Source: an optimization exercise on an open RTL-to-GDS flow (aim: small area, a short achievable clock period and few clock cycles per item). Production flows keep margins and buffers that such runs may drop. Function was checked by simulation only, so behaviour that the tests miss may differ from the original.

Design pu24_alu, start of the top module:
module pu24_alu (
    input  wire        clk,
    input  wire        rst,
    input  wire        in_valid,
    output wire        in_ready,
    input  wire [1:0]  in_op,
    input  wire [31:0] in_a,
    input  wire [31:0] in_b,
    output reg         out_valid,
    output reg  [31:0] out_word,
    output reg  [3:0]  out_res,
    output reg         out_div0
);
Size: roughly 5600 cells after synthesis, roughly 400 flip-flops.
Settings: LEC_CHECK=0, ABC_CLOCK_PERIOD_IN_PS=5000, CAP_MARGIN=20, CORE_MARGIN=2, CORE_UTILIZATION=45, SLEW_MARGIN=20; clock period 20.0 ns.
standard.sh (not shown) runs the stock make flow with config.mk's settings and CLKGATE_MAP_FILE= SYNTH_SCRIPT=/design/flow/synth_recipe.tcl, a recipe that flattens the netlist after the stock synthesis.
==> flow/flow/run.sh <==
#!/bin/bash
# Layout flow: the standard ORFS flow (standard.sh, with the standard
# synthesis unchanged), with repair_timing asked to leave extra setup slack
# (SETUP_SLACK_MARGIN from flow/margin.txt) so that the layout is timed for
# a shorter period than the design's clock. The SDC is not changed.
set -euo pipefail
MARGIN=$(cat flow/margin.txt)
sed "s|\"\${@:-finish}\"|SETUP_SLACK_MARGIN=$MARGIN \"\${@:-finish}\"|" standard.sh > standard_margin.sh
bash standard_margin.sh > standard.log 2>&1
==> flow/flow/margin.txt <==
14.5
Testbench counts at the start, summed over its fixed seeds: cycles 8,833, items 4,800.
Edit:
--- a/flow/design.v
+++ b/flow/design.v
@@ -49,12 +49,14 @@
     reg [1:0]  op0;
     reg [31:0] a0;
     reg [31:0] b0;
     reg [15:0] b_one;     
     reg [15:0] b_two;
     reg [15:0] b_neg;
+    reg [5:0]  a_rs;      
+    reg [5:0]  b_rs;      
     assign in_ready = rdy;
     wire accept = in_valid & rdy;
     wire [32:0] in_bx = {in_b, 1'b0};
     reg  [15:0] in_one, in_two, in_neg;
     integer k;
     always @* begin
@@ -100,15 +102,13 @@
     wire        d_start = v0 & (op0 == OP_DIV);
     wire [31:0] a_mag = a0[31] ? (~a0 + 32'd1) : a0;
     wire [31:0] b_mag = b0[31] ? (~b0 + 32'd1) : b0;
     wire        s_bz  = (b0 == 32'd0);
     wire        s_az  = (a0 == 32'd0);
     wire        s_ovf = ({7'd0, a_mag[31:7]} >= b_mag);
-    wire [5:0]  s_ra  = lzc32({a0[31:1] ^ a0[30:0], 1'b1});
-    wire [5:0]  s_rb  = lzc32({b0[31:1] ^ b0[30:0], 1'b1});
-    wire [6:0]  s_m   = {1'b0, s_ra} + {6'd0, ~a0[31]} + 7'd5 - {1'b0, s_rb};
+    wire [6:0]  s_m   = {1'b0, a_rs} + {6'd0, ~a0[31]} + 7'd5 - {1'b0, b_rs};
     wire        s_q0  = ~s_m[6] & (s_m[5:0] >= 6'd32);    
     wire [3:0]  s_j   = s_m[6] ? 4'd0 : s_m[4:1];
     wire [63:0] s_w   = {7'd0, a_mag, 25'd0} << {s_j, 1'b0};
     wire        s_early = s_bz | s_ovf | s_q0;
     wire [33:0] st2;
     pu24_r4step u_st1 (.r(d_r), .nb(d_q[31:30]), .b(d_b), .qr(st2));
@@ -170,12 +170,14 @@
         op0 <= in_op;
         a0  <= in_a;
         b0  <= in_b;
         b_one <= in_one;
         b_two <= in_two;
         b_neg <= in_neg;
+        a_rs  <= lzc32({in_a[31:1] ^ in_a[30:0], 1'b1});
+        b_rs  <= lzc32({in_b[31:1] ^ in_b[30:0], 1'b1});
         op1 <= op0;
         maca1 <= (op0 == OP_MACA);
         s1[71:64] <= ms[71:64];
         c1[71:32] <= mc[71:32];
         if (d_start) begin
             s1[63:0]  <= {s_w[31:0], s_w[63:32]};
Worst hold slack is about the same.
Fmax decreases slightly.
First-iteration DRC count shrinks by roughly a tenth.
Worst setup slack degrades by 0.016 ns.
Design area is lower slightly.
Routed wire length went down by a few percent.
Via count barely changes.
Non-clock buffer count goes down by 36.
Testbench counts after the change, summed over its fixed seeds: cycles 8,833, items 4,800.

separate check: timing with driven ports:
The flow's constraints put no driver on any port. The routed layouts listed below were extracted and timed again, unchanged, in two steps.
Step 1 assumes that a clkbuf_16 drives the clock port and a buf_2 every other input.
Step 2 also shifts input and output timing later by t, the mid clock arrival at the registers, as if the neighbouring blocks saw the same clock.
Three values: no drivers, after step 1, after step 2; two values: the first two.
run | t, ns | slack for setup (ns) | worst hold slack (ns) | cell pins on the clock port's net
the first run | 0.745 | 14.635 / 14.577 / 14.515 | 0.330 / 0.330 / 0.330 | 1
the second run | 0.722 | 14.618 / 14.618 / 13.948 | 0.332 / 0.332 / 0.332 | 1
After both steps every run listed still meets setup and hold. The setup slack of the second run, which loses most, moves by 0.000 ns with the drivers and by -0.670 ns with both steps.
